What follows belongs to an exercise in optimizing a design on an open flow for small area, a short achievable clock period and few clock cycles; a production flow would make more cautious choices.
At most, simulation tests tie the RTL to the original design; equivalence was not proved.

## the previous run
Design ite_cmac, start of the top module:
module ite_cmac (
    input  wire         clk,
    input  wire         rst,
    output reg          ready,
    input  wire         key_load,
    input  wire [255:0] key,
    output reg          kcv_valid,
    output wire [23:0]  kcv,
    input  wire         msg_start,
    input  wire [15:0]  tenant,
    input  wire [15:0]  ns,
    input  wire [63:0]  lba,
    input  wire [31:0]  zgen,
    input  wire [31:0]  key_id,
    input  wire         blk_valid,
    output reg          blk_ready,
    input  wire [127:0] blk_data,
    output reg          tag_valid,
    output wire [127:0] tag
);
    localparam [1:0] K_L   = 2'd0,     
                     K_KCV = 2'd1,     
                     K_MSG = 2'd2;     
    reg          busy;         
    reg          waiting;      
    reg          kstart;       
    reg          kcap;         
    reg          k1start;      
    reg  [1:0]   kind;
    reg  [3:0]   rnd;          
    reg          last;         
    reg  [8:0]   blk;          
    reg  [127:0] state;        
    reg  [255:0] key_r;        
    reg  [255:0] kw;           
  ...
export LEC_CHECK = 0
export CAP_MARGIN = 20
export CELL_PAD_IN_SITES_DETAIL_PLACEMENT = 0
export CELL_PAD_IN_SITES_GLOBAL_PLACEMENT = 0
export CORE_MARGIN = 2
export CORE_UTILIZATION = 50
export PLACE_DENSITY = 0.65
export SETUP_SLACK_MARGIN = 4.5
export SLEW_MARGIN = 20
export SYNTH_HIERARCHICAL = 1
create_clock -name core_clock -period 10.0 [get_ports {clk}]
standard.sh (not shown) runs the stock make flow with config.mk's settings and CLKGATE_MAP_FILE= SYNTH_SCRIPT=/design/flow/synth_recipe.tcl, a recipe that flattens the netlist after the stock synthesis.
==> flow/flow/run.sh <==
#!/bin/bash
set -o pipefail
export BUFFER_PORTS_ARGS="-buffer_cell sky130_fd_sc_hd__buf_1"
bash standard.sh finish > standard_flow.log 2>&1
status=$?
echo "standard.sh exit status $status"
exit $status
#### Input delta (the current run over the previous run)
--- a/flow/design.v
+++ b/flow/design.v
@@ -209,12 +209,15 @@
     sbg_nand2 g_P7_2 (.a(M39), .b(F6), .y(P7_2));
     sbg_nand2 g_P7_3 (.a(M40), .b(F19), .y(P7_3));
     sbg_xor2 g_Q7_0 (.a(P7_0), .b(P7_1), .y(Q7_0));
     sbg_xor2 g_Q7_1 (.a(P7_2), .b(P7_3), .y(Q7_1));
     sbg_xor2 g_y7 (.a(Q7_0), .b(Q7_1), .y(y[7]));
 endmodule
+module sbg_a21oi (input wire a, input wire b, input wire c, output wire y);
+    assign y = ~((a & b) | c);
+endmodule
 module ite_cmac (
     input  wire         clk,
     input  wire         rst,
     output reg          ready,
     input  wire         key_load,
     input  wire [255:0] key,
@@ -345,38 +348,39 @@
     wire msg_blk_end = busy && last && (kind == K_MSG);
     wire want_data   = waiting || (msg_blk_end && (blk != 9'd0) && (blk != 9'd257));
     wire take_data   = want_data && blk_valid;
     wire take_hdr1   = msg_blk_end && (blk == 9'd0);
     wire take_hdr0   = ready && !key_load && msg_start;
     wire last_data   = (blk == 9'd256);    
-    wire         x_en   = take_hdr0 || take_hdr1 || take_data || kstart || k1start;
-    wire         k1_sel = k1start || (take_data && last_data);
+    wire         x_en   = ready || take_hdr1 || want_data || kstart || k1start;
+    wire         k1_sel = k1start || (want_data && last_data);
+    wire         w_en   = !want_data || blk_valid;
     wire         sel_mc = busy && !last;
     wire         sel_sr = busy && last;
-    wire [127:0] n_rk, n_rk0, n_k1, n_in, z_1, z_2, z_add;
-    wire [127:0] y_n, state_nx;
+    wire [127:0] n_rk, n_rk0, n_k1, n_in, w_1, w_x, n_w, z_add;
+    wire [127:0] y_t, y_n, state_nx;
     generate
         for (g = 0; g < 128; g = g + 1) begin : g_nx
             sbg_nand2 u_a (.a(busy),   .b(rk_cur[g]), .y(n_rk[g]));
             sbg_nand2 u_b (.a(x_en),   .b(rk0[g]),    .y(n_rk0[g]));
             sbg_nand2 u_c (.a(k1_sel), .b(k1[g]),     .y(n_k1[g]));
-            sbg_xor2 u_z1 (.a(n_rk[g]), .b(n_rk0[g]), .y(z_1[g]));
-            sbg_xor2 u_z2 (.a(z_1[g]),  .b(n_k1[g]),  .y(z_2[g]));
-            sbg_aoi222 u_y (.a(sel_mc), .b(mc[g]), .c(sel_sr), .d(sr[g]),
-                            .e(waiting), .f(state[g]), .y(y_n[g]));
+            sbg_xor2  u_w1 (.a(n_rk0[g]), .b(n_k1[g]), .y(w_1[g]));
             if (g >= 96) begin : g_h1
-                sbg_aoi222 u_d (.a(take_hdr0), .b(hdr0[g]), .c(take_data), .d(blk_data[g]),
+                sbg_aoi222 u_d (.a(ready), .b(hdr0[g]), .c(want_data), .d(blk_data[g]),
                                 .e(take_hdr1), .f(hdr1[g]), .y(n_in[g]));
-                sbg_xor2   u_z3 (.a(z_2[g]),  .b(n_in[g]),  .y(z_add[g]));
-                sbg_xnor2  u_z  (.a(y_n[g]), .b(z_add[g]), .y(state_nx[g]));
+                sbg_xnor2  u_w2 (.a(w_1[g]), .b(n_in[g]), .y(w_x[g]));
             end else begin : g_h0
-                sbg_ao22   u_d (.a(take_hdr0), .b(hdr0[g]), .c(take_data), .d(blk_data[g]),
+                sbg_ao22   u_d (.a(ready), .b(hdr0[g]), .c(want_data), .d(blk_data[g]),
                                 .y(n_in[g]));
-                sbg_xor2   u_z3 (.a(z_2[g]),  .b(n_in[g]),  .y(z_add[g]));
-                sbg_xor2   u_z  (.a(y_n[g]), .b(z_add[g]), .y(state_nx[g]));
+                sbg_xor2   u_w2 (.a(w_1[g]), .b(n_in[g]), .y(w_x[g]));
             end
+            sbg_nand2  u_g (.a(w_en), .b(w_x[g]), .y(n_w[g]));
+            sbg_xor2   u_z (.a(n_rk[g]), .b(n_w[g]), .y(z_add[g]));
+            sbg_ao22   u_t (.a(sel_sr), .b(sr[g]), .c(waiting), .d(state[g]), .y(y_t[g]));
+            sbg_a21oi  u_y (.a(sel_mc), .b(mc[g]), .c(y_t[g]), .y(y_n[g]));
+            sbg_xnor2  u_n (.a(y_n[g]), .b(z_add[g]), .y(state_nx[g]));
         end
     endgenerate
     wire kw_reload = !busy || last;
     wire kw_keep   = !kw_reload;
     wire [127:0] L_dbl = {state[126:0], 1'b0} ^ (state[127] ? 128'h87 : 128'h0);
     wire [255:0] kw_in = {kw[127:0], kw_nx};
@@ -389,13 +393,13 @@
     assign tag = state;
     assign kcv = {state[111:104], state[119:112], state[127:120]};
     always @(posedge clk) begin
         state <= state_nx;
         kw    <= kw_d;
         if (ready && key_load) key_r <= key;
-        if (take_hdr0) kid <= key_id;
+        if (ready) kid <= key_id;
         if (kcap) k1 <= L_dbl;
     end
     always @(posedge clk) begin
         if (rst) begin
             ready     <= 1'b1;
             busy      <= 1'b0;
### Flow results
The current run: all stages complete, timing, DRC and antenna checks passed
Per the comparison of the current run with the previous run, insertion delay of the later-clocked pin in the worst-skew pair stayed essentially flat, synthesis-to-finish area growth down 2.1 points, maximum number of pins on one net before global-route repair rose by about 50%, clock network area share held steady.
The current run against the previous run: slack of the worst reg-to-reg path barely changed; xor/xnor share of the synthesized area dropped 1.0 points.
The current run reports its critical path start-end classification as reg -> reg while the previous run reports in -> reg.
Diff the previous run -> the current run | post-synthesis simple-gate area fraction | increase of 0.55 points
Testbench counts of the current run, summed over its fixed seeds: cycles 115,872.
The RTL of the previous run was laid out without a check of its function.

==> separate check: timing with driven ports <==
Ports are ideal in the flow. The routed layouts listed here were re-timed in OpenROAD.
Step 1 (the two cells are an assumption about what drives the block):
set clk [get_ports {clk}]
set_driving_cell -lib_cell sky130_fd_sc_hd__clkbuf_16 $clk
set_driving_cell -lib_cell sky130_fd_sc_hd__buf_2 [delete_from_list [all_inputs] $clk]
Step 2 adds t to the input delays and takes it off the output delays; t is the mean of the earliest and latest rising clock arrival at the registers after step 1. Input paths then give back, and output paths get back, about the clock's delay inside the block.
Three values: no drivers, after step 1, after step 2; two values: the first two.
| run | shift t [ns] | setup slack, ns | worst data-port slew with drivers (ns) |
|---|---|---|---|
| the previous run | 0.788 | 4.485 / 4.540 / 3.753 | 0.07 |
| the current run | 0.810 | 4.600 / 4.600 / 4.600 | 0.18 |
After both steps every run listed still meets setup and hold. For the previous run, which loses most, drivers alone change the setup slack by +0.055 ns; drivers and shift together by -0.732 ns.
